Context: an optimization exercise on an open-source flow, tuned for small area, a short achievable clock period and few clock cycles. The choices shown serve that exercise and are no tape-out recipe.
RTL that was checked went through simulation tests only; none was proved equivalent to the original.
The RTL of run 1 was laid out without a check of its function.

[flow/design.v]
module sbox_a (
    input  wire [7:0]  x,
    output wire [11:0] y      
);
    wire [7:0] e;
    assign e[0] = x[0] ^ x[2] ^ x[3] ^ x[4] ^ x[5] ^ x[6] ^ x[7];
    assign e[1] = x[0] ^ x[1] ^ x[2] ^ x[5];
    assign e[2] = x[0] ^ x[1] ^ x[2] ^ x[5] ^ x[7];
    assign e[3] = x[0] ^ x[1] ^ x[2] ^ x[4];
    assign e[4] = x[0] ^ x[5];
    assign e[5] = x[0] ^ x[3] ^ x[5];
    assign e[6] = x[0] ^ x[2];
    assign e[7] = x[0] ^ x[1] ^ x[2] ^ x[6] ^ x[7];
    wire [3:0] a1 = e[7:4], a0 = e[3:0];
    wire [3:0] s  = a1 ^ a0;
    function automatic [1:0] nsc(input [1:0] v);    
        nsc = {v[0], v[0] ^ v[1]};
    endfunction
    function automatic [1:0] m4(input [1:0] a, input [1:0] b);
        reg e;
        begin
            e = (a[1] ^ a[0]) & (b[1] ^ b[0]);
            m4 = {(a[1] & b[1]) ^ e, (a[0] & b[0]) ^ e};
        end
    endfunction
    function automatic [3:0] m16(input [3:0] a, input [3:0] b);
        reg [1:0] e;
        begin
            e = nsc(m4(a[3:2] ^ a[1:0], b[3:2] ^ b[1:0]));
            m16 = {m4(a[3:2], b[3:2]) ^ e, m4(a[1:0], b[1:0]) ^ e};
        end
    endfunction
    wire [3:0] vs2 = {s[0] ^ s[1] ^ s[2] ^ s[3], s[0] ^ s[2], s[1], s[0] ^ s[1]};
    assign y = {a1, a0, m16(a1, a0) ^ vs2};
endmodule
module sbox_i (
    input  wire [11:0] x,     
    output wire [11:0] y      
);
    function automatic [1:0] nsc(input [1:0] v);    
        nsc = {v[0], v[0] ^ v[1]};
    endfunction
    function automatic [1:0] m4(input [1:0] a, input [1:0] b);
        reg e;
        begin
            e = (a[1] ^ a[0]) & (b[1] ^ b[0]);
            m4 = {(a[1] & b[1]) ^ e, (a[0] & b[0]) ^ e};
        end
    endfunction
    function automatic [3:0] m16(input [3:0] a, input [3:0] b);
        reg [1:0] e;
        begin
            e = nsc(m4(a[3:2] ^ a[1:0], b[3:2] ^ b[1:0]));
            m16 = {m4(a[3:2], b[3:2]) ^ e, m4(a[1:0], b[1:0]) ^ e};
        end
    endfunction
    wire [1:0] t1 = x[3:2], t0 = x[1:0];
    wire [1:0] u  = t1 ^ t0;
    wire [1:0] nu2 = {u[1], u[0] ^ u[1]};    
    wire [1:0] p  = m4(t1, t0) ^ nu2;             
    wire [1:0] pi = {p[0], p[1]};                  
    assign y = {x[11:4], m4(t0, pi), m4(t1, pi)};
endmodule
module sbox_m (
    input  wire [11:0] x,     
    output wire [7:0]  y      
);
    function automatic [1:0] nsc(input [1:0] v);    
        nsc = {v[0], v[0] ^ v[1]};
    endfunction
    function automatic [1:0] m4(input [1:0] a, input [1:0] b);
        reg e;
        begin
            e = (a[1] ^ a[0]) & (b[1] ^ b[0]);
            m4 = {(a[1] & b[1]) ^ e, (a[0] & b[0]) ^ e};
        end
    endfunction
    function automatic [3:0] m16(input [3:0] a, input [3:0] b);
        reg [1:0] e;
        begin
            e = nsc(m4(a[3:2] ^ a[1:0], b[3:2] ^ b[1:0]));
            m16 = {m4(a[3:2], b[3:2]) ^ e, m4(a[1:0], b[1:0]) ^ e};
        end
    endfunction
    assign y = {m16(x[7:4], x[3:0]), m16(x[11:8], x[3:0])};
endmodule
module sbox_c (
    input  wire [7:0] x,      
    output wire [7:0] y       
);
    assign y[0] = ~(x[3] ^ x[4] ^ x[7]);
    assign y[1] = ~(x[4] ^ x[6] ^ x[7]);
    assign y[2] = (x[7]);
    assign y[3] = (x[0] ^ x[2] ^ x[3] ^ x[6] ^ x[7]);
    assign y[4] = (x[3] ^ x[4] ^ x[5]);
    assign y[5] = ~(x[3] ^ x[5]);
    assign y[6] = ~(x[1] ^ x[2] ^ x[3] ^ x[5] ^ x[6] ^ x[7]);
    assign y[7] = (x[0] ^ x[6]);
endmodule
module aes_core (
    input  wire         clk,
    input  wire         rst,
    input  wire         in_valid,
    output reg          in_ready,
    input  wire         in_aes256,
    input  wire [255:0] in_key,
    input  wire [127:0] in_block,
    output reg          out_valid,
    output reg  [127:0] out_block
);
    reg  [5:0]   t;                 
    reg  [1:0]   ph;                
    reg  [3:0]   w;                 
    reg          m256;              
    reg          v1, v2;            
    reg          lda;               
    reg          lds;               
    reg  [15:0]  eq16;              
    reg          eqv;               
    reg          vld4;              
    reg  [127:0] s0;                
    reg  [191:0] s1;                
    reg  [127:0] s2;                
    reg  [127:0] kp, kq;
    reg  [47:0]  ks1;               
    reg  [31:0]  ks2;               
    wire [5:0] t_fin0 = m256 ? 6'd42 : 6'd30;             
    wire [5:0] t_fin1 = t_fin0 + 6'd2;
    wire [5:0] t_fin2 = t_fin0 + 6'd4;
    wire [5:0] t_end  = v2 ? t_fin2 : v1 ? t_fin1 : t_fin0;
    wire       done   = t == t_end;                      
    wire [127:0] x = s0 ^ kp;
    wire [191:0] s1_d;
    genvar g;
    generate
        for (g = 0; g < 16; g = g + 1) begin : g_sa
            sbox_a u_a (.x(x[127-8*g -: 8]), .y(s1_d[191-12*g -: 12]));
        end
    endgenerate
    wire [47:0] ks1_d;
    generate
        for (g = 0; g < 4; g = g + 1) begin : g_ka
            sbox_a u_a (.x(kp[31-8*g -: 8]), .y(ks1_d[47-12*g -: 12]));
        end
    endgenerate
    wire [127:0] s2_d;
    generate
        for (g = 0; g < 16; g = g + 1) begin : g_sb
            wire [11:0] m;
            sbox_i u_i (.x(s1[191-12*g -: 12]), .y(m));
            sbox_m u_m (.x(m), .y(s2_d[127-8*g -: 8]));
        end
    endgenerate
    wire [31:0] kb;
    generate
        for (g = 0; g < 4; g = g + 1) begin : g_kb
            wire [11:0] m;
            sbox_i u_i (.x(ks1[47-12*g -: 12]), .y(m));
            sbox_m u_m (.x(m), .y(kb[31-8*g -: 8]));
        end
    endgenerate
    wire        rot   = ~m256 | w[0];
    wire [31:0] ks2_d = rot ? {kb[23:0], kb[31:24]} : kb;
    wire [127:0] sb;
    generate
        for (g = 0; g < 16; g = g + 1) begin : g_sc
            sbox_c u_c (.x(s2[127-8*g -: 8]), .y(sb[127-8*g -: 8]));
        end
    endgenerate
    wire [127:0] shifted;
    generate
        for (g = 0; g < 16; g = g + 1) begin : g_shift
            localparam integer R = g % 4;
            localparam integer C = g / 4;
            localparam integer SRC = R + 4 * ((C + R) % 4);
            assign shifted[127-8*g -: 8] = sb[127-8*SRC -: 8];
        end
    endgenerate
    function automatic [7:0] xtime(input [7:0] v);
        xtime = {v[6:0], 1'b0} ^ (v[7] ? 8'h1B : 8'h00);
    endfunction
    wire [127:0] mixed;
    generate
        for (g = 0; g < 4; g = g + 1) begin : g_mix
            wire [7:0] a0 = shifted[127-32*g -: 8];
            wire [7:0] a1 = shifted[119-32*g -: 8];
            wire [7:0] a2 = shifted[111-32*g -: 8];
            wire [7:0] a3 = shifted[103-32*g -: 8];
            assign mixed[127-32*g -: 8] = xtime(a0) ^ (xtime(a1) ^ a1) ^ a2 ^ a3;
            assign mixed[119-32*g -: 8] = a0 ^ xtime(a1) ^ (xtime(a2) ^ a2) ^ a3;
            assign mixed[111-32*g -: 8] = a0 ^ a1 ^ xtime(a2) ^ (xtime(a3) ^ a3);
            assign mixed[103-32*g -: 8] = (xtime(a0) ^ a0) ^ a1 ^ a2 ^ xtime(a3);
        end
    endgenerate
    wire [31:0] ksub;
    generate
        for (g = 0; g < 4; g = g + 1) begin : g_kc
            sbox_c u_c (.x(ks2[31-8*g -: 8]), .y(ksub[31-8*g -: 8]));
        end
    endgenerate
    reg [7:0] rcon;
    always @(*) begin
        case (m256 ? {1'b0, w[3:1]} : w)
            4'd0: rcon = 8'h01;
            4'd1: rcon = 8'h02;
            4'd2: rcon = 8'h04;
            4'd3: rcon = 8'h08;
            4'd4: rcon = 8'h10;
            4'd5: rcon = 8'h20;
            4'd6: rcon = 8'h40;
            4'd7: rcon = 8'h80;
            4'd8: rcon = 8'h1b;
            4'd9: rcon = 8'h36;
            default: rcon = 8'h00;
        endcase
    end
    wire         use_rcon = ~m256 | w[0];
    wire [31:0]  tw   = ksub ^ {(use_rcon ? rcon : 8'h00), 24'd0};
    wire [127:0] base = kq;                 
    wire [31:0]  e0   = base[127:96] ^ tw;
    wire [31:0]  e1   = base[95:64]  ^ e0;
    wire [31:0]  e2   = base[63:32]  ^ e1;
    wire [31:0]  e3   = base[31:0]   ^ e2;
    wire [127:0] e    = {e0, e1, e2, e3};
    wire take   = in_valid & in_ready & ~rst;
    wire take_a = in_valid & lda & ~rst;          
    wire take_b = take & ~lda;                    
    wire [255:0] kdiff = in_key ^ {kp, kq};
    wire [15:0]  eq16_d;
    generate
        for (g = 0; g < 16; g = g + 1) begin : g_eq
            if (g < 8) begin : g_lo
                assign eq16_d[g] = ~|kdiff[16*g+15 -: 16] | ~m256;
            end else begin : g_hi
                assign eq16_d[g] = ~|kdiff[16*g+15 -: 16];
            end
        end
    endgenerate
    wire [5:0] t_nt   = (t == 6'd0 | done) ? 6'd0 : t + 6'd1;
    wire       lda_nt = (t_nt == 6'd0) | (t_nt == t_end);
    wire [5:0] t_n    = take_a ? 6'd1 : t_nt;
    wire       v1_n   = ~take_a & (v1 | (take_b & (t == 6'd3)));
    wire       v2_n   = ~take_a & (v2 | (take_b & (t == 6'd7)));
    wire       lda_n  = ~take_a & lda_nt;
    wire       ldb_n  = in_valid & eqv & (&eq16) & ((t == 6'd2) | (t == 6'd6 & v1));
    always @(posedge clk) begin
        s1  <= s1_d;
        s2  <= s2_d;
        ks1 <= ks1_d;
        ks2 <= ks2_d;
        s0 <= lds ? in_block : mixed;
        lds <= lda_nt | (t == 6'd1) | (t == 6'd3);
        eq16 <= eq16_d;
        out_block <= shifted ^ (ph == 2'd2 ? e : kq);
        if (lda) begin
            m256 <= in_aes256;
            kp   <= in_key[255:128];
            kq   <= in_key[127:0];
            ph   <= 2'd0;
            w    <= 4'd0;
        end else begin
            kq <= (ph == 2'd1 && !m256) ? kq : kp;
            if (ph == 2'd2)
                kp <= (m256 && w == 4'd0) ? kq : e;
            else
                kp <= kq;
            ph <= (ph == 2'd2) ? 2'd0 : ph + 2'd1;
            w  <= (ph == 2'd2) ? w + 4'd1 : w;
        end
        if (rst) begin
            t         <= 6'd0;
            v1        <= 1'b0;
            v2        <= 1'b0;
            out_valid <= 1'b0;
            in_ready  <= 1'b0;
            lda       <= 1'b0;
            eqv       <= 1'b0;
            vld4      <= 1'b0;
        end else begin
            vld4      <= in_valid & (t == 6'd4);
            eqv       <= in_valid & (in_aes256 == m256) & ((t == 6'd1) | (t == 6'd5 & vld4));
            t         <= t_n;
            v1        <= v1_n;
            v2        <= v2_n;
            out_valid <= (t != 6'd0) & ((t == t_fin0) | (v1 & t == t_fin1) | (v2 & t == t_fin2));
            lda       <= lda_n;
            in_ready  <= lda_n | ldb_n;
        end
    end
endmodule
[flow/flow/run.sh]
#!/bin/bash
# The standard layout (standard synthesis unchanged), with two changes to how
# it is made: repair_timing aims for 8.35 ns of setup slack beyond the
# constraint, and the port buffers are buf_2 cells.
bash standard.sh finish SETUP_SLACK_MARGIN=8.35 \
  "BUFFER_PORTS_ARGS=-buffer_cell sky130_fd_sc_hd__buf_2" > standard.log 2>&1
[flow/standard.sh]
#!/bin/bash
# synth_recipe.tcl (not shown) runs the flow's synth.tcl, then flattens the netlist and writes it again
# the make line also repeats each setting of config.mk as NAME=value (left out here)
make -C /OpenROAD-flow-scripts/flow DESIGN_CONFIG=/design/flow/config.mk WORK_HOME=/design/flow/orfs CLKGATE_MAP_FILE= SYNTH_SCRIPT=/design/flow/synth_recipe.tcl "${@:-finish}"
[flow/config.mk]
export PLATFORM = sky130hd
export DESIGN_NAME = aes_core
export DESIGN_NICKNAME = aes_core
export VERILOG_FILES = /design/flow/design.v
export SDC_FILE = /design/flow/constraint.sdc
export NUM_CORES = 8
export LEC_CHECK = 0
export CAP_MARGIN = 30
export CORE_MARGIN = 2
export CORE_UTILIZATION = 55
export CTS_CLUSTER_DIAMETER = 100
export CTS_CLUSTER_SIZE = 20
export SLEW_MARGIN = 30
export TNS_END_PERCENT = 10
[flow/constraint.sdc]
create_clock -name core_clock -period 11.5 [get_ports {clk}]
set_input_delay 2.3000 -clock core_clock [delete_from_list [all_inputs] [get_ports {clk}]]
set_output_delay 2.3000 -clock core_clock [all_outputs]
set_load 0.01 [all_outputs]
==> reports/summary.txt, run 1 <==
layout cells sized above 1 = 15.2%
commonest non-fill, non-tap cells in the layout = 1,711 x xnor2_1, 830 x xor2_1, 729 x dfxtp_1
Min-Delay Path Depth = 1
WS Path Type = reg2reg
Clock Tree Buf Depth = 3
Hold Path Class = reg2reg
Worst-path clk slew = 0.09 ns
Slew Limit Fails = 0
Max Fclk = 278 MHz
crit path launch type = flop
number of antenna violations at the first check in global routing = 21
CTS H-tree depth = 2
Least-Margin Pin Slew = 1.12 ns
Layout Nets = 8,509
core area = 0.126 mm2
die extent in x = 361 um
ys async rst share = 0%
I/O Buffers = 517
GRT Residual Overflow = 0
Hold Buf Count CTS = 0
Synth Cell Area = 0.0701 mm2
Worst R2R End = out_block[52]
max_cap viols = 0
Row Count = 130
gr usage total = 36.8%
hold endpoint = ph[0]
Final Wtd Congestion = 1.03
WP data arrival = 4.12 ns
I/O pins = 518
CP startpoint = ks2[19]
clock latency on the worst-skew pair = 0.70 ns
clock root cell = clkbuf_16
Seq cells post-synth = 949
Die Area = 0.130 mm2
setup TNS = 0 ns
CTS tree = yes
Synthesized Nets = 8,160
commonest non-fill, non-tap cell in the layout = xnor2_1
synthesis-to-finish area growth = 10.8%
period utilization = 31.3%
CTS Buf Count = 56
vias in the first global route = 53,400
largest net degree at the start of global routing = 146
Setup Skew = 0.0378 ns
Post-Synthesis Cells = 7,642
CP Capture Type = flop
yosys warns = 4
Vias = 57,600
Post-synth EDFFs = 129
crit-path max FO = 5
drc violations = 0
dpl hpwl = 200,000 um
Routed Antenna Nets = 0
status = complete, no violations
Worst slew margin = 24.7%
Main synth FF type = dfxtp_1
mean routed wirelength per cell = 25.8 um
CTS Sinks = 949
worst endpoint required time = 12.02 ns
reg2reg setup slack = 7.90 ns
FF-to-FF path depth = 6
R2R Path Start = ks2[19]
Final setup viols = 0
DR pass1 iterations = 7
Hold Fails Final Rpt = 0
vias per cell = 5.94
mean post-synth cell area = 9.17 um2
Post-Route WL = 251,000 um
distinct cell type count after synthesis = 85
post-route minimum period = 3.60 ns
Initial Util = 55.6%
DR iter-0 viols = 6,276
die height = 361 um
RSZ-0062 raised after global routing = true
post-synthesis sequential area ratio = 29.0%
first-pass GRT wire length = 358,000 um
HP Start = ph[0]
## final cells by class
class                   count  area [um2]
clock inverters             7        78.8
diodes                     16        40.0
repair buffers            631        3540
inverters                  76         285
clock buffers              90        1580
flip-flops and latches    949       20500
multi-input cells        6277       49500
fillers                 11100       48400
well taps                1650        2060
## worst max-delay path by stage
stage	end	slack (ns)	depth (start not counted)
after floorplan	kq[0]	8.41	7
after global placement	ks2[19]	7.65	9
after detailed placement	s2[57]	7.52	8
after CTS	out_block[53]	7.95	1
after global routing	out_block[62]	7.94	1
final	out_block[52]	7.90	6
## logic make-up after synthesis
logic type | after synthesis | share of synthesized area, %
compound gates | 1298 | 12.0
xor+xnor | 2705 | 35.7
fa+ha+maj | 132 | 2.35
buf+inv | 427 | 2.39
flops | 949 | 29.0
mux | 417 | 6.33
simple gates | 1714 | 12.3
## stage by stage
step                hold WS, ns  cells  utilization (%)  instance area [um2]  worst slack, ns
floorplan                 0.427   7642                -                70100             8.41
global placement          0.454   9526             58.6                73900             7.65
detailed placement        0.470   9526             58.7                74000             7.52
CTS                       0.482   9635             60.5                76200             7.95
global route              0.522   9685             61.6                77600             7.94
finish                    0.483   9696             61.6                77600             7.90
## Yosys cell counts, types with 130 or more instances
cell type  instances  area, um2
xnor2_1         1751      15300
xor2_1           853       7470
dfxtp_1          820      16400
nand2_1          565       2120
o21ai_0          400       2000
a21oi_1          325       1630
nor2_1           324       1220
clkbuf_1         274       1030
mux2i_1          227       2270
mux2_2           188       2120
nor2b_1          147        920
ha_1             130       1630
## timing repair
| action | 4_1_cts | 5_1_grt |
|---|---|---|
| cloned | 6 | 5 |
| buffers inserted | 6 | 40 |
| endpoints found under the setup margin | 358 | 401 |
| gates resized for setup | 123 | 187 |
| pin swaps | 10 | 33 |
## sequential cells by signal (all words and copies together) (netlist names), 2 cells and up
| register | flops |
|---|---|
| kp | 128 |
| s0 | 128 |
| ks1 | 48 |
| eq16 | 16 |
| out_block | 128 |
| w | 4 |
| kq | 128 |
| ks2 | 32 |
| s2 | 128 |
| ph | 2 |
| t | 6 |
| s1 | 192 |
## critical path: stages (launching register included)
cell and delay, ns:
dfxtp_1 0.37, xnor2_1 0.89, xnor2_1 0.34, xnor2_1 0.22, nor2_1 0.75, a21oi_1 0.26
xor2_1 0.58
## per-layer routing
metal  global-route usage, %  wire, um  up-vias
met5                       0        23        -
li1                        -         -    26900
met1                    50.3    107000    27800
met3                    6.05     20200      432
met2                    57.0    111000     2423
met4                    16.3     12600        4
==> run 2: changes to the inputs <==
--- a/flow/design.v
+++ b/flow/design.v
@@ -5,10 +5,10 @@
     wire [7:0] e;
-    assign e[0] = x[0] ^ x[2] ^ x[3] ^ x[4] ^ x[5] ^ x[6] ^ x[7];
-    assign e[1] = x[0] ^ x[1] ^ x[2] ^ x[5];
-    assign e[2] = x[0] ^ x[1] ^ x[2] ^ x[5] ^ x[7];
-    assign e[3] = x[0] ^ x[1] ^ x[2] ^ x[4];
-    assign e[4] = x[0] ^ x[5];
-    assign e[5] = x[0] ^ x[3] ^ x[5];
-    assign e[6] = x[0] ^ x[2];
-    assign e[7] = x[0] ^ x[1] ^ x[2] ^ x[6] ^ x[7];
+    assign e[0] = x[0] ^ x[1] ^ x[3] ^ x[4] ^ x[7];
+    assign e[1] = x[0];
+    assign e[2] = x[0] ^ x[5] ^ x[6];
+    assign e[3] = x[0] ^ x[1] ^ x[2] ^ x[3] ^ x[6];
+    assign e[4] = x[0] ^ x[1] ^ x[2] ^ x[5] ^ x[6] ^ x[7];
+    assign e[5] = x[0] ^ x[4] ^ x[5] ^ x[6];
+    assign e[6] = x[0] ^ x[1] ^ x[5] ^ x[6];
+    assign e[7] = x[0] ^ x[5] ^ x[6] ^ x[7];
     wire [3:0] a1 = e[7:4], a0 = e[3:0];
@@ -16,3 +16,3 @@
     function automatic [1:0] nsc(input [1:0] v);    
-        nsc = {v[0], v[0] ^ v[1]};
+        nsc = {v[0] ^ v[1], v[1]};
     endfunction
@@ -32,3 +32,3 @@
     endfunction
-    wire [3:0] vs2 = {s[0] ^ s[1] ^ s[2] ^ s[3], s[0] ^ s[2], s[1], s[0] ^ s[1]};
+    wire [3:0] vs2 = {s[3], s[2] ^ s[3], s[0] ^ s[2], s[1] ^ s[3]};
     assign y = {a1, a0, m16(a1, a0) ^ vs2};
@@ -40,3 +40,3 @@
     function automatic [1:0] nsc(input [1:0] v);    
-        nsc = {v[0], v[0] ^ v[1]};
+        nsc = {v[0] ^ v[1], v[1]};
     endfunction
@@ -58,3 +58,3 @@
     wire [1:0] u  = t1 ^ t0;
-    wire [1:0] nu2 = {u[1], u[0] ^ u[1]};    
+    wire [1:0] nu2 = {u[0] ^ u[1], u[0]};    
     wire [1:0] p  = m4(t1, t0) ^ nu2;             
@@ -68,3 +68,3 @@
     function automatic [1:0] nsc(input [1:0] v);    
-        nsc = {v[0], v[0] ^ v[1]};
+        nsc = {v[0] ^ v[1], v[1]};
     endfunction
@@ -90,9 +90,9 @@
 );
-    assign y[0] = ~(x[3] ^ x[4] ^ x[7]);
-    assign y[1] = ~(x[4] ^ x[6] ^ x[7]);
-    assign y[2] = (x[7]);
-    assign y[3] = (x[0] ^ x[2] ^ x[3] ^ x[6] ^ x[7]);
-    assign y[4] = (x[3] ^ x[4] ^ x[5]);
+    assign y[0] = ~(x[2] ^ x[5] ^ x[7]);
+    assign y[1] = ~(x[2] ^ x[6] ^ x[7]);
+    assign y[2] = (x[0] ^ x[1] ^ x[3] ^ x[5] ^ x[6]);
+    assign y[3] = (x[0] ^ x[4] ^ x[5] ^ x[6] ^ x[7]);
+    assign y[4] = (x[0] ^ x[4] ^ x[6]);
     assign y[5] = ~(x[3] ^ x[5]);
-    assign y[6] = ~(x[1] ^ x[2] ^ x[3] ^ x[5] ^ x[6] ^ x[7]);
+    assign y[6] = ~(x[0] ^ x[4]);
     assign y[7] = (x[0] ^ x[6]);
==> run 2 against run 1 <==
- area after synthesis shrank 3.3%
- worst setup slack gained 0.037 ns
- hold slack got worse by 0.0066 ns
- wire length down 3.9%
- clock skew is 0.0083 ns lower
- critical path depth down 5
- sequential share of layout area increased by 1.0 points
- maximum frequency increased by 1.0%
- largest cell class unchanged
==> reports/summary.txt, run 2 <==
period utilization = 31.0% (-0.32 points)
routed wl met2 = 105,000 um (-4.9%)
Hold Buf Count CTS = 0 (unchanged)
Routed Antenna Nets = 0 (unchanged)
Top delay family on crit path = flip-flops
die extent in x = 355 um (-1.7%)
CP Capture Type = output port
metal1 wirelength = 102,000 um (-4.7%)
area of the multi-input gates = 0.0467 mm2 (-5.7%)
Initial Util = 55.5% (-0.082 points)
I/O Buffers = 517 (unchanged)
largest net degree at the start of global routing = 172 (+18%)
DR pass1 iterations = 8 (+1)
Row Count = 128 (-1.5%)
mean routed wirelength per cell = 25.5 um (-1.1%)
distinct cell type count after synthesis = 92 (+8.2%)
synthesis-to-finish area growth = 9.91%
gr usage total = 36.9% (+0.13 points)
top-count cell post-synth = xnor2_1
Die Area = 0.126 mm2 (-3.3%)
post-route minimum period = 3.56 ns (-0.0372 ns)
CP max stage delay = 0.42 ns (-0.47 ns)
Post-Synthesis Cells = 7,355 (-3.8%)
Post-Route WL = 241,000 um (-3.9%)
clock latency on the worst-skew pair = 0.73 ns (+0.03 ns)
CTS Buf Count = 55 (-1.8%)
core area = 0.122 mm2 (-3.2%)
WL met3 = 20,900 um (+3.6%)
GRT Residual Overflow = 0 (unchanged)
post-synthesis sequential area ratio = 30.0% (+1.0 points)
CTS H-tree depth = 2 (unchanged)
R2R Path Start = ks2[22]
clock root cell = clkbuf_16
commonest non-fill, non-tap cells in the layout = 1,591 x xnor2_1, 867 x xor2_1, 758 x dfxtp_1
layout cells sized above 1 = 14.7% (-0.51 points)
CTS Sinks = 949 (unchanged)
share of the synthesized area in the top cell type = 24.2% (+0.81 points)
DR iter-0 viols = 6,154 (-1.9%)
crit path launch type = flop
Final setup viols = 0 (unchanged)
WP data arrival = 1.26 ns (-2.86 ns)
Crit-path slowest cell = dfxtp_4
Worst slew margin = 16.2% (-8.5 points)
status = complete, no violations
Clock Tree Buf Depth = 3 (unchanged)
pre-CTS WS = 7.73 ns (+0.208 ns)
max_cap viols = 0 (unchanged)
Max Fclk = 281 MHz (+1.0%)
Hold Fails Final Rpt = 0 (unchanged)
Synth area leader = dfxtp_1
Slew Limit Fails = 0 (unchanged)
Critical path buffers and inverters = 1 (+1)
die height = 355 um (-1.7%)
HP Start = ph[0]
Worst-path clk slew = 0.09 ns (about the same)
WS Path Type = reg2out
Synth area leaders = dfxtp_1 24%, xnor2_1 21%, xor2_1 11%
CTS tree = yes
dpl hpwl = 196,000 um (-2.2%)
mean post-synth cell area = 9.21 um2 (+0.44%)
Least-Margin Pin Slew = 1.25 ns (+0.130 ns)
first-pass GRT wire length = 344,000 um (-3.7%)
highest metal used = met5
max FFs per register = 192 (unchanged)
Main synth FF type = dfxtp_1
Seq cells post-synth = 949 (unchanged)
I/O pins = 518 (unchanged)
Vias = 54,900 (-4.6%)
Hold Path Class = reg2reg
RSZ-0062 raised after global routing = true
Top reg by flops = s1
vias per cell = 5.82 (-1.9%)
Setup Skew = 0.0294 ns (-0.00831 ns)
Synth top cells by count = 1,622 x xnor2_1, 889 x xor2_1, 820 x dfxtp_1, 661 x nand2_1, 489 x o21ai_0
CP startpoint = out_block[58]
worst endpoint required time = 9.20 ns (-2.82 ns)
crit-path max FO = 1 (-4)
CP cell instances = buf_6
Layout Nets = 8,242 (-3.1%)
setup TNS = 0 ns (unchanged)
number of antenna violations at the first check in global routing = 33 (+57%)
ys async rst share = 0% (unchanged)
Seq. cell area = 0.0204 mm2 (-0.41%)
Synthesized Nets = 7,857 (-3.7%)
Filler cells = 10,900 (-2.4%)
commonest non-fill, non-tap cell in the layout = xnor2_1
Post-synth EDFFs = 129 (unchanged)
yosys warns = 4 (unchanged)
Final Wtd Congestion = 1.02 (-1.0%)
drc violations = 0 (unchanged)
Worst Slack Setup Final = 7.94 ns (+0.0372 ns)
Synth Cell Area = 0.0677 mm2 (-3.3%)
vias in the first global route = 51,000 (-4.4%)
run 2: cell count changes after synthesis, sizes merged, moves of 83 or more:
| cell | delta |
|---|---|
| a21oi | -98 |
| a221oi | -83 |
| a22oi | +86 |
| clkbuf | -87 |
| nand2 | +96 |
| nor2b | -91 |
| o21ai | +107 |
| xnor2 | -95 |
run 2: repair_timing:
| action | in CTS | in global routing |
|---|---|---|
| setup buffers | 1 | 22 |
| gates cloned | 0 | 0 |
| setup endpoints to repair | 327 | 407 |
| pin swaps | 1 | 24 |
| gates resized for setup | 44 | 142 |
run 2: cells by family (layout without fill, tap and decap cells):
| kind of cell | count (synthesis) | after routing | share of synthesized area (%) |
|---|---|---|---|
| xor gates and xnor gates | 2666 | 2666 | 37.2 |
| and+or+nand+nor | 1654 | 1654 | 11.6 |
| AOI/OAI and AO/OA | 1259 | 1259 | 11.4 |
| DFF | 949 | 949 | 30.0 |
| buffers and inverters | 368 | 792 | 2.18 |
| muxes | 345 | 345 | 5.55 |
| adders and majority gates | 114 | 114 | 2.11 |
| other | 0 | 19 | 0 |
run 2: stage by stage:
step                util [%]  hold WS (ns)  instances  area (um2)
floorplan                  -         0.352       7355       67700
global placement        58.8         0.449       9285       71700
detailed placement      58.8         0.458       9285       71800
CTS                     60.3         0.472       9382       73600
global route            61.0         0.509       9408       74400
finish                  61.0         0.477       9423       74400
run 2: routing by layer:
layer / GRT usage, % / vias to the layer above
li1: - / 25700
met2: 57.1 / 2346
met5: 0 / -
met4: 16.2 / 28
met1: 50.2 / 26400
met3: 6.77 / 450
run 2: worst paths after layout:
| path | to | slack (ns) | cells after the start |
|---|---|---|---|
| worst max-delay path | out_block[58] | 7.94 | 1 |
| worst min-delay path | ph[0] | 0.48 | 1 |
| worst max register to register | kp[20] | 7.95 | 8 |
| worst min register to register | ph[0] | 0.48 | 1 |
run 2: area by class of cell:
| type | instances | share of cell area, % |
|---|---|---|
| tap | 1625 | 2.73 |
| multi-input combinational | 6038 | 62.7 |
| clock buffer | 89 | 2.13 |
| clock inverter | 7 | 0.0773 |
| inverter | 106 | 0.543 |
| sequential | 949 | 27.4 |
| antenna | 19 | 0.0639 |
| timing repair buffer | 590 | 4.28 |
Testbench counts of run 2, summed over its fixed seeds: cycles 66,868.
==> run 3: changes to the inputs <==
==> flow/flow/run.sh (replaced) <==
#!/bin/bash
# Layout flow: the standard flow with three changes to how the layout is
# made (the design, constraints and checks are unchanged):
#  - synthesis is the standard flow's own synthesis script, except that ABC maps the
#    logic with flow/abc.script (area-oriented mapping, no buffering or
#    sizing: the placer's repair does that with real wire loads). Registers
#    are mapped before ABC runs, so they are the standard synthesis's.
#  - repair_timing aims for 8.35 ns of setup slack beyond the constraint;
#  - the port buffers are buf_2 cells.
set -e
here=$PWD
{
  echo 'proc abc {args} {'
  echo '  set i [lsearch -exact $args -script]'
  echo "  if {\$i >= 0} { lset args [expr {\$i + 1}] $here/flow/abc.script }"
  echo '  yosys abc {*}$args'
  echo '}'
  cat synth_recipe.tcl
} > my_synth.tcl
args=(SYNTH_SCRIPT=$here/my_synth.tcl SETUP_SLACK_MARGIN=8.35
      "BUFFER_PORTS_ARGS=-buffer_cell sky130_fd_sc_hd__buf_2")
bash standard.sh synth "${args[@]}" > synth.log 2>&1
bash standard.sh finish "${args[@]}" > standard.log 2>&1
==> flow/flow/abc.script (new file) <==
&get -n
&st
&dch
&nf -R 1000
&put
==> run 3 against run 2 <==
- wire length down 16%
- worst setup slack better by 0.017 ns
- register-to-register slack better by 0.13 ns
- critical path depth unchanged
- die area down 13%
- hold slack better by 0.015 ns
- cell count down 13%
- synthesized cell count down 17%
- core utilization up 1.7 points
- global-route usage down 0.81 points
==> reports/summary.txt, run 3 <==
Seq cells post-synth = 949 (unchanged)
Row Count = 119 (-7.0%)
placed cells = 8,056 (-13%)
mean routed wirelength per cell = 24.8 um (-3.0%)
Top reg by flops = s1
Hold Fails Final Rpt = 0 (unchanged)
top-count cell post-synth = xnor2_1
WS Path Type = reg2out
max FFs per register = 192 (unchanged)
commonest non-fill, non-tap cells in the layout = 2,079 x xnor2_1, 965 x xor2_1, 773 x dfxtp_1
die extent in x = 331 um (-6.7%)
GRT Residual Overflow = 0 (unchanged)
gr usage total = 36.1% (-0.81 points)
Layout Nets = 7,235 (-12%)
DR iter-0 viols = 3,737 (-39%)
Synth area leader = xnor2_1
I/O Buffers = 517 (unchanged)
post-synthesis sequential area ratio = 34.5% (+4.5 points)
clock latency on the worst-skew pair = 0.71 ns (-0.02 ns)
Clock Tree Buf Depth = 3 (unchanged)
Slew Limit Fails = 0 (unchanged)
distinct cell type count after synthesis = 40 (-57%)
status = complete, no violations
Worst slew margin = 25.5% (+9.3 points)
commonest non-fill, non-tap cell in the layout = xnor2_1
Top delay family on crit path = flip-flops
Synth Cell Area = 0.0588 mm2 (-13%)
pre-CTS WS = 7.61 ns (-0.123 ns)
Vias = 43,800 (-20%)
number of antenna violations at the first check in global routing = 38 (+15%)
ys async rst share = 0% (unchanged)
largest net degree at the start of global routing = 187 (+8.7%)
yosys warns = 4 (unchanged)
worst endpoint required time = 9.20 ns (about the same)
CTS tree = yes
I/O pins = 518 (unchanged)
Initial Util = 55.7% (+0.16 points)
Crit-path slowest cell = dfxtp_4
CP max stage delay = 0.42 ns (about the same)
Hold WS = 0.492 ns (+0.0153 ns)
Final Wtd Congestion = 1.02 (+0.93%)
post-route cell area = 0.0663 mm2 (-11%)
Worst-path clk slew = 0.10 ns (about the same)
Main synth FF type = dfxtp_1
mean post-synth cell area = 9.65 um2 (+4.8%)
vias in the first global route = 42,800 (-16%)
Synth top cells by count = 2,147 x xnor2_1, 981 x xor2_1, 820 x dfxtp_1, 728 x nand2_1, 238 x o21ai_0
core area = 0.106 mm2 (-13%)
Hold Buf Count CTS = 0 (unchanged)
Synth area leaders = xnor2_1 32%, dfxtp_1 28%, xor2_1 15%
CTS H-tree depth = 2 (unchanged)
synthesis-to-finish area growth = 12.7%
dpl hpwl = 168,000 um (-14%)
drc violations = 0 (unchanged)
DR pass1 iterations = 5 (-3)
RSZ-0062 raised after global routing = true
Post-Synthesis Cells = 6,099 (-17%)
Max Fclk = 282 MHz (+0.47%)
max_cap viols = 0 (unchanged)
Final setup viols = 0 (unchanged)
clock root cell = clkbuf_16
CTS Sinks = 949 (unchanged)
Worst Slack Setup Final = 7.95 ns (+0.0168 ns)
first-pass GRT wire length = 286,000 um (-17%)
CTS Buf Count = 54 (-1.8%)
Post-DP Area = 0.0637 mm2 (-11%)
die height = 331 um (-6.7%)
Synthesized Nets = 6,601 (-16%)
Layout Utilization = 62.7% (+1.7 points)
Least-Margin Pin Slew = 1.11 ns (-0.140 ns)
Critical path buffers and inverters = 1 (unchanged)
layout cells sized above 1 = 11.8% (-3.0 points)
crit-path max FO = 1 (unchanged)
vias per cell = 5.36 (-8.1%)
Filler cells = 9,257 (-15%)
period utilization = 30.8% (-0.15 points)
post-route minimum period = 3.55 ns (-0.0168 ns)
CP Capture Type = output port
Routed Antenna Nets = 0 (unchanged)
Hold Path Class = reg2reg
setup TNS = 0 ns (unchanged)
crit path launch type = flop
share of the synthesized area in the top cell type = 32.0% (+7.7 points)
Setup Skew = 0.0370 ns (+0.00755 ns)
Die Area = 0.110 mm2 (-13%)
Post-Route WL = 203,000 um (-16%)
Post-synth EDFFs = 129 (unchanged)
WP data arrival = 1.25 ns (about the same)
fin cells = 8,177 (-13%)
CP cell instances = buf_6
run 3: changes by cell type in the layout (fill, tap and decap cells not counted), sizes merged, moves of 102 or more:
cell,change
a22oi,-128
mux2i,-123
inv,-102
xnor2,+472
nor2,-132
o21ai,-275
run 3: final timing paths:
| check | depth (start not counted) | endpoint | slack [ns] | from |
|---|---|---|---|---|
| max reg2reg | 7 | out_block[51] | 8.08 | ks2[16] |
| min reg2reg | 1 | ph[0] | 0.49 | ph[0] |
| min | 1 | ph[0] | 0.49 | ph[0] |
| max | 1 | out_block[59] | 7.95 | out_block[59] |
run 3: cell type report:
type	instances	area [um2]	share of cell area (%)
Antenna cell	15	37.5	0.0566
Clock buffer	87	1480	2.22
Clock inverter	7	75.1	0.113
Inverter	78	298	0.449
Multi-Input combinational cell	5072	39100	58.9
Sequential cell	949	20400	30.8
Tap cell	1391	1740	2.62
Timing Repair Buffer	578	3230	4.88
run 3: cells by family after synthesis:
family                     share of synthesized area [%]
AOI/OAI and AO/OA                                   4.33
DFF                                                 34.5
buffers and inverters                              0.498
muxes                                               3.14
and+or+nand+nor                                     8.57
adders and majority gates                           2.42
xor gates and xnor gates                            46.6
run 3: what timing repair did:
action	4_1_cts	5_1_grt
setup endpoints to repair	261	314
pin swaps	1	27
resized for setup	55	134
hold endpoints to repair	0	0
setup buffers	3	8
run 3: routing by layer:
| metal | track usage (%) | share of wire, % |
|---|---|---|
| met5 | 0 | 0.070 |
| met1 | 45.9 | 41 |
| met3 | 5.39 | 6.8 |
| met4 | 21.0 | 7.1 |
| met2 | 58.3 | 45 |
==> run 4: changes to the inputs <==
--- a/flow/flow/run.sh
+++ b/flow/flow/run.sh
@@ -8,3 +8,4 @@
 #  - repair_timing aims for 8.35 ns of setup slack beyond the constraint;
-#  - the port buffers are buf_2 cells.
+#  - the port buffers are buf_2 cells;
+#  - clock tree buffers are at most 150 um apart.
 set -e
@@ -20,3 +21,4 @@
 args=(SYNTH_SCRIPT=$here/my_synth.tcl SETUP_SLACK_MARGIN=8.35
-      "BUFFER_PORTS_ARGS=-buffer_cell sky130_fd_sc_hd__buf_2")
+      "BUFFER_PORTS_ARGS=-buffer_cell sky130_fd_sc_hd__buf_2"
+      CTS_BUF_DISTANCE=150)
 bash standard.sh synth "${args[@]}" > synth.log 2>&1
--- a/flow/config.mk
+++ b/flow/config.mk
@@ -11,3 +11,3 @@
 export CTS_CLUSTER_DIAMETER = 100
-export CTS_CLUSTER_SIZE = 20
+export CTS_CLUSTER_SIZE = 26
 export SLEW_MARGIN = 30
==> run 4 against run 3 <==
- worst setup slack got worse by 0.020 ns
- sequential cell count unchanged
- global-route usage decreased by 0.12 points
- critical path depth is 6 higher
- still clean on timing, DRC and antenna
- final area hardly changed
- hold slack improved by 0.0017 ns
- die area unchanged
- synthesized cell count did not move
- cell count is 0.12% lower
- highest routed layer unchanged
==> reports/summary.txt, run 4 <==
I/O Buffers = 517 (unchanged)
fin cells = 8,167 (-0.12%)
Worst R2R End = out_block[51]
DR pass1 iterations = 5 (unchanged)
Top reg by flops = s1
Post-Synthesis Cells = 6,099 (unchanged)
HP Start = ph[0]
Crit-path slowest cell = xnor2_1
drc violations = 0 (unchanged)
worst endpoint required time = 11.99 ns (+2.79 ns)
Worst slew margin = 20.1% (-5.5 points)
Post-synth EDFFs = 129 (unchanged)
crit-path max FO = 4 (+3)
ys async rst share = 0% (unchanged)
Layout Nets = 7,228 (-0.097%)
Worst Slack Setup Final = 7.93 ns (-0.0197 ns)
layout cells sized above 1 = 12.0% (+0.21 points)
Slew Limit Fails = 0 (unchanged)
share of the synthesized area in the top cell type = 32.0% (unchanged)
crit path launch type = flop
setup TNS = 0 ns (unchanged)
CTS Buf Count = 45 (-17%)
Initial Util = 55.7% (unchanged)
status = complete, no violations
number of antenna violations at the first check in global routing = 37 (-2.6%)
top-count cell post-synth = xnor2_1
Synth Cell Area = 0.0588 mm2 (unchanged)
Synthesized Nets = 6,601 (unchanged)
Hold Fails Final Rpt = 0 (unchanged)
Main synth FF type = dfxtp_1
largest net degree at the start of global routing = 187 (unchanged)
gr usage total = 36.0% (-0.12 points)
Seq cells post-synth = 949 (unchanged)
placed cells = 8,056 (unchanged)
Layout Utilization = 62.7% (about the same)
FF-to-FF path depth = 7 (unchanged)
commonest non-fill, non-tap cells in the layout = 2,071 x xnor2_1, 965 x xor2_1, 774 x dfxtp_1
mean post-synth cell area = 9.65 um2 (unchanged)
clock root cell = clkbuf_16
commonest non-fill, non-tap cell in the layout = xnor2_1
first-pass GRT wire length = 286,000 um (about the same)
Synth area leader = xnor2_1
WS Path Type = reg2reg
reg2reg setup slack = 7.93 ns (-0.15 ns)
pre-CTS WS = 7.61 ns (unchanged)
CTS Sinks = 949 (unchanged)
yosys warns = 4 (unchanged)
CTS tree = yes
max FFs per register = 192 (unchanged)
most frequent CP cell = xnor2_1
WP data arrival = 4.06 ns (+2.81 ns)
hold endpoint = ph[0]
DR iter-0 viols = 3,714 (-0.62%)
Hold Buf Count CTS = 0 (unchanged)
I/O pins = 518 (unchanged)
Clock Tree Buf Depth = 3 (unchanged)
distinct cell type count after synthesis = 40 (unchanged)
Max Fclk = 280 MHz (-0.55%)
die height = 331 um (unchanged)
period utilization = 31.0% (+0.17 points)
Post-Route WL = 203,000 um (about the same)
Final Wtd Congestion = 1.02 (unchanged)
Setup Skew = 0.0327 ns (-0.00429 ns)
vias in the first global route = 42,800 (-0.11%)
CP max stage delay = 0.91 ns (+0.49 ns)
GRT Residual Overflow = 0 (unchanged)
post-route minimum period = 3.57 ns (+0.0197 ns)
CP cell instances = xor2_1 -> xnor2_1 -> xnor2_1 -> xnor2_1 -> nand2_1 -> a21boi_0 -> xnor2_1
CTS H-tree depth = 2 (unchanged)
mean routed wirelength per cell = 24.8 um (about the same)
dpl hpwl = 168,000 um (unchanged)
RSZ-0062 raised after global routing = true
Routed Antenna Nets = 0 (unchanged)
Worst-path clk slew = 0.11 ns (about the same)
Synth top cells by count = 2,147 x xnor2_1, 981 x xor2_1, 820 x dfxtp_1, 728 x nand2_1, 238 x o21ai_0
Least-Margin Pin Slew = 1.20 ns (+0.0918 ns)
core area = 0.106 mm2 (unchanged)
Min-Delay Path Depth = 1 (unchanged)
Die Area = 0.110 mm2 (unchanged)
Synth area leaders = xnor2_1 32%, dfxtp_1 28%, xor2_1 15%
synthesis-to-finish area growth = 12.6% (about the same)
Hold Path Class = reg2reg
Final setup viols = 0 (unchanged)
max_cap viols = 0 (unchanged)
Row Count = 119 (unchanged)
clock latency on the worst-skew pair = 0.66 ns (-0.05 ns)
R2R Path Start = ks2[16]
post-synthesis sequential area ratio = 34.5% (unchanged)
CP Capture Type = flop
die extent in x = 331 um (unchanged)
vias per cell = 5.36 (about the same)
Vias = 43,800 (-0.084%)
run 4: how the worst max path moves through the flow:
stage,slack [ns],endpoint,start,depth (start not counted)
6_report,7.93,out_block[51],ks2[16],7
5_1_grt,7.98,out_block[57],out_block[57],1
3_3_place_gp,7.33,eq16[6],in_key[97],5
2_1_floorplan,5.56,kq[0],lda,1
4_1_cts,7.98,out_block[57],out_block[57],1
3_5_place_dp,7.61,out_block[61],m256,12
run 4: logic make-up (layout without fill, tap and decap cells):
family                   after synthesis  in the layout  share of synthesized area (%)
XOR/XNOR                            3128           3128                           46.6
AO/OA/AOI/OAI                        469            469                           4.33
adder cells (fa/ha/maj)              114            114                           2.42
flip-flops                           949            949                           34.5
multiplexers                         168            168                           3.14
buffers and inverters                 78            740                          0.498
AND/OR/NAND/NOR                     1193           1193                           8.57
other                                  0             15                              0
run 4: cell type report:
cell class,count,area (um2)
antenna,15,37.5
clock buffer,70,1340
clock inverter,12,109
fill,9250,39500
inverter,78,298
multi-input combinational,5072,39100
sequential,949,20400
tap,1391,1740
timing repair buffer,580,3220
run 4: repair_timing:
action	4_1_cts	5_1_grt
endpoints found under the setup margin	296	321
resized for setup	56	134
setup buffers	3	10
pin swaps	1	28
run 4: critical path, delay by kind of cell, from the launching register on:
kind,cells,cell delay [ns]
AOI/OAI and AO/OA,1,0.79
and+or+nand+nor,1,0.21
xor gates and xnor gates,5,1.99
DFF,1,0.39
run 4: stage by stage:
| step | hold WS (ns) | instance area [um2] |
|---|---|---|
| 2_1_floorplan | 0.435 | 58800 |
| 3_3_place_gp | 0.449 | 63600 |
| 3_5_place_dp | 0.468 | 63700 |
| 4_1_cts | 0.486 | 65300 |
| 5_1_grt | 0.510 | 66200 |
| 6_report | 0.494 | 66300 |
run 4: per-layer routing:
metal | part of all wire, % | track usage (%) | routed length (um)
met4 | 7.0 | 21.1 | 14100
met5 | 0.077 | 0 | 156
met1 | 41 | 45.8 | 82800
met3 | 7.0 | 5.09 | 14100
met2 | 45 | 58.2 | 91400
==> run 5: changes to the inputs <==
--- a/flow/config.mk
+++ b/flow/config.mk
@@ -11,3 +11,3 @@
 export CTS_CLUSTER_DIAMETER = 100
-export CTS_CLUSTER_SIZE = 26
+export CTS_CLUSTER_SIZE = 20
 export SLEW_MARGIN = 30
==> run 5 against run 4 <==
- still clean on timing, DRC and antenna
- worst setup slack improved by 0.055 ns
- core utilization is 0.075 points higher
- critical path type is now reg2out
==> reports/summary.txt, run 5 <==
Synth area leaders = xnor2_1 32%, dfxtp_1 28%, xor2_1 15%
Post-Synthesis Cells = 6,099 (unchanged)
clock latency on the worst-skew pair = 0.68 ns (+0.02 ns)
WP depth = 1 (-6)
CP Capture Type = output port
Synth Area in Simple Gates = 8.57% (unchanged)
die extent in x = 331 um (unchanged)
Post-Route WL = 203,000 um (+0.12%)
Routed Antenna Nets = 0 (unchanged)
Critical path buffers and inverters = 1 (+1)
share of the synthesized area in the top cell type = 32.0% (unchanged)
Die Area = 0.110 mm2 (unchanged)
Synth area leader = xnor2_1
I/O Buffers = 517 (unchanged)
Worst Setup EP = out_block[57]
number of antenna violations at the first check in global routing = 37 (unchanged)
Hold Buf Count CTS = 0 (unchanged)
Top delay family on crit path = flip-flops
gr usage total = 36.0% (about the same)
Hold Fails Final Rpt = 0 (unchanged)
vias in the first global route = 42,800 (+0.084%)
Worst-path clk slew = 0.09 ns (-0.02 ns)
WS Path Type = reg2out
Hold Path Class = reg2reg
DR pass1 iterations = 5 (unchanged)
R2R Path Start = ks2[16]
crit path launch type = flop
reg2reg setup slack = 8.06 ns (+0.13 ns)
Slew Limit Fails = 0 (unchanged)
mean post-synth cell area = 9.65 um2 (unchanged)
worst endpoint required time = 9.20 ns (-2.79 ns)
max_cap viols = 0 (unchanged)
largest family of logic cells by synthesized area = XOR/XNOR gates
RSZ-0062 raised after global routing = true
CTS Buf Count = 54 (+20%)
clock root cell = clkbuf_16
Final setup viols = 0 (unchanged)
core area = 0.106 mm2 (unchanged)
Post-Synth Adder-Cell Area = 2.42% (unchanged)
period utilization = 30.5% (-0.48 points)
Layout Nets = 7,239 (+0.15%)
first-pass GRT wire length = 286,000 um (about the same)
ys async rst share = 0% (unchanged)
CTS Sinks = 949 (unchanged)
Row Count = 119 (unchanged)
die height = 331 um (unchanged)
largest net degree at the start of global routing = 187 (unchanged)
post-synthesis mux area share = 3.14% (unchanged)
GRT Residual Overflow = 0 (unchanged)
Synthesized Nets = 6,601 (unchanged)
crit-path max FO = 1 (-3)
commonest non-fill, non-tap cell in the layout = xnor2_1
Synth Cell Area = 0.0588 mm2 (unchanged)
Initial Util = 55.7% (unchanged)
Main synth FF type = dfxtp_1
I/O pins = 518 (unchanged)
post-route minimum period = 3.51 ns (-0.0554 ns)
setup TNS = 0 ns (unchanged)
Top reg by flops = s1
Post-synth EDFFs = 129 (unchanged)
max FFs per register = 192 (unchanged)
CP startpoint = out_block[57]
CP cell instances = buf_6
top-count cell post-synth = xnor2_1
CP max stage delay = 0.43 ns (-0.48 ns)
Max Fclk = 285 MHz (+1.6%)
Least-Margin Pin Slew = 1.09 ns (-0.107 ns)
CTS H-tree depth = 2 (unchanged)
mean routed wirelength per cell = 24.8 um (about the same)
Seq cells post-synth = 949 (unchanged)
yosys warns = 4 (unchanged)
DR iter-0 viols = 3,627 (-2.3%)
FF-to-FF path depth = 7 (unchanged)
Clock Tree Buf Depth = 3 (unchanged)
CTS tree = yes
distinct cell type count after synthesis = 40 (unchanged)
Worst slew margin = 26.6% (+6.5 points)
layout cells sized above 1 = 11.9% (-0.11 points)
Worst R2R End = out_block[51]
Setup Skew = 0.0405 ns (+0.00777 ns)
post-synthesis sequential area ratio = 34.5% (unchanged)
vias per cell = 5.36 (about the same)
status = complete, no violations
Min-Delay Path Depth = 1 (unchanged)
drc violations = 0 (unchanged)
Crit-path slowest cell = dfxtp_4
Final Wtd Congestion = 1.02 (unchanged)
Synth top cells by count = 2,147 x xnor2_1, 981 x xor2_1, 820 x dfxtp_1, 728 x nand2_1, 238 x o21ai_0
Vias = 43,800 (+0.19%)
dpl hpwl = 168,000 um (unchanged)
WP data arrival = 1.21 ns (-2.85 ns)
Synth Area in XOR/XNOR = 46.6% (unchanged)
synthesis-to-finish area growth = 12.7%
commonest non-fill, non-tap cells in the layout = 2,074 x xnor2_1, 964 x xor2_1, 777 x dfxtp_1
compound-gate portion of the synthesized area = 4.33% (unchanged)
Filler cells = 9,257 (+0.076%)
==> run 5: metal layers <==
metal / track usage, % / up-vias / routed length (um)
li1: - / 20800 / -
met1: 46.2 / 20900 / 83300
met2: 57.8 / 1725 / 91200
met3: 4.56 / 390 / 13700
met4: 21.9 / 24 / 14500
met5: 0 / - / 141
==> run 5: worst min-delay path by stage <==
stage,from,to,slack [ns]
finish,ph[0],ph[0],0.48
global route,kp[24],ks1[41],0.50
floorplan,ph[0],ph[0],0.44
global placement,ph[0],ph[0],0.45
detailed placement,ph[0],ph[0],0.47
CTS,ph[0],ph[0],0.48
==> run 5: layout make-up <==
cell class	count	area, um2	area share, %
multi-input combinational	5072	39100	59.0
inverter	78	298	0.449
sequential	949	20400	30.7
antenna	15	37.5	0.0566
timing repair buffer	582	3200	4.83
tap	1391	1740	2.62
clock inverter	7	75.1	0.113
clock buffer	87	1480	2.22
==> run 5: cell families after synthesis <==
family / after synthesis
DFF: 949
adders and majority gates: 114
AOI/OAI and AO/OA: 469
buffers and inverters: 78
xor gates and xnor gates: 3128
muxes: 168
and+or+nand+nor: 1193
==> run 5: what timing repair did <==
action / in CTS / in global routing
endpoints found under the setup margin: 268 / 313
buffers inserted: 3 / 13
pin swaps: 1 / 28
resized for setup: 55 / 129
==> run 5: worst register-to-register path, cell delays in order (launching register included) <==
cell,delay (ns)
dfxtp_1,0.38
xor2_1,0.41
xnor2_1,0.23
xnor2_1,0.81
xnor2_1,0.22
nand2_1,0.21
a21boi_0,0.80
xnor2_1,0.25
==> run 5: stage by stage <==
step	area, um2	hold slack (ns)	instances	worst slack [ns]	utilization, %
6_report	66300	0.480	8181	7.99	62.7
5_1_grt	66300	0.501	8170	7.97	62.7
4_1_cts	65400	0.483	8153	7.96	61.9
3_5_place_dp	63700	0.468	8056	7.61	60.3
3_3_place_gp	63600	0.449	8056	7.33	60.1
2_1_floorplan	58800	0.435	6099	5.56	-

## separate check: timing with driven ports
The results above use ideal ports. As a check the final layouts listed here were re-extracted and re-timed, cells and wires unchanged.
Step 1 sets driving cells, clkbuf_16 on the clock port and buf_2 on the other inputs (assumed; they add their load-dependent delay and slew).
Step 2 also shifts input and output timing later by t, the mid clock arrival at the registers, as if the neighbouring blocks saw the same clock.
Slacks: ideal ports / drivers / drivers and shift; pairs: ideal ports / drivers.
run	shift t [ns]	slack for setup (ns)	slew at the worst register clock pin (ns)	worst data-port slew with drivers (ns)	pins driven straight from the clock port
run 1	0.768	7.899 / 7.886 / 7.686	0.10 / 0.10	0.20	1
run 2	0.800	7.936 / 7.851 / 7.586	0.10 / 0.10	0.27	1
run 3	0.770	7.953 / 7.879 / 7.575	0.10 / 0.10	0.22	1
run 4	0.718	7.933 / 7.912 / 7.656	0.12 / 0.12	0.24	1
run 5	0.736	7.989 / 7.914 / 7.588	0.10 / 0.10	0.24	1
After both steps setup and hold are still met in every run listed. The setup slack of run 5, which loses most, moves by -0.075 ns with the drivers and by -0.401 ns with both steps.
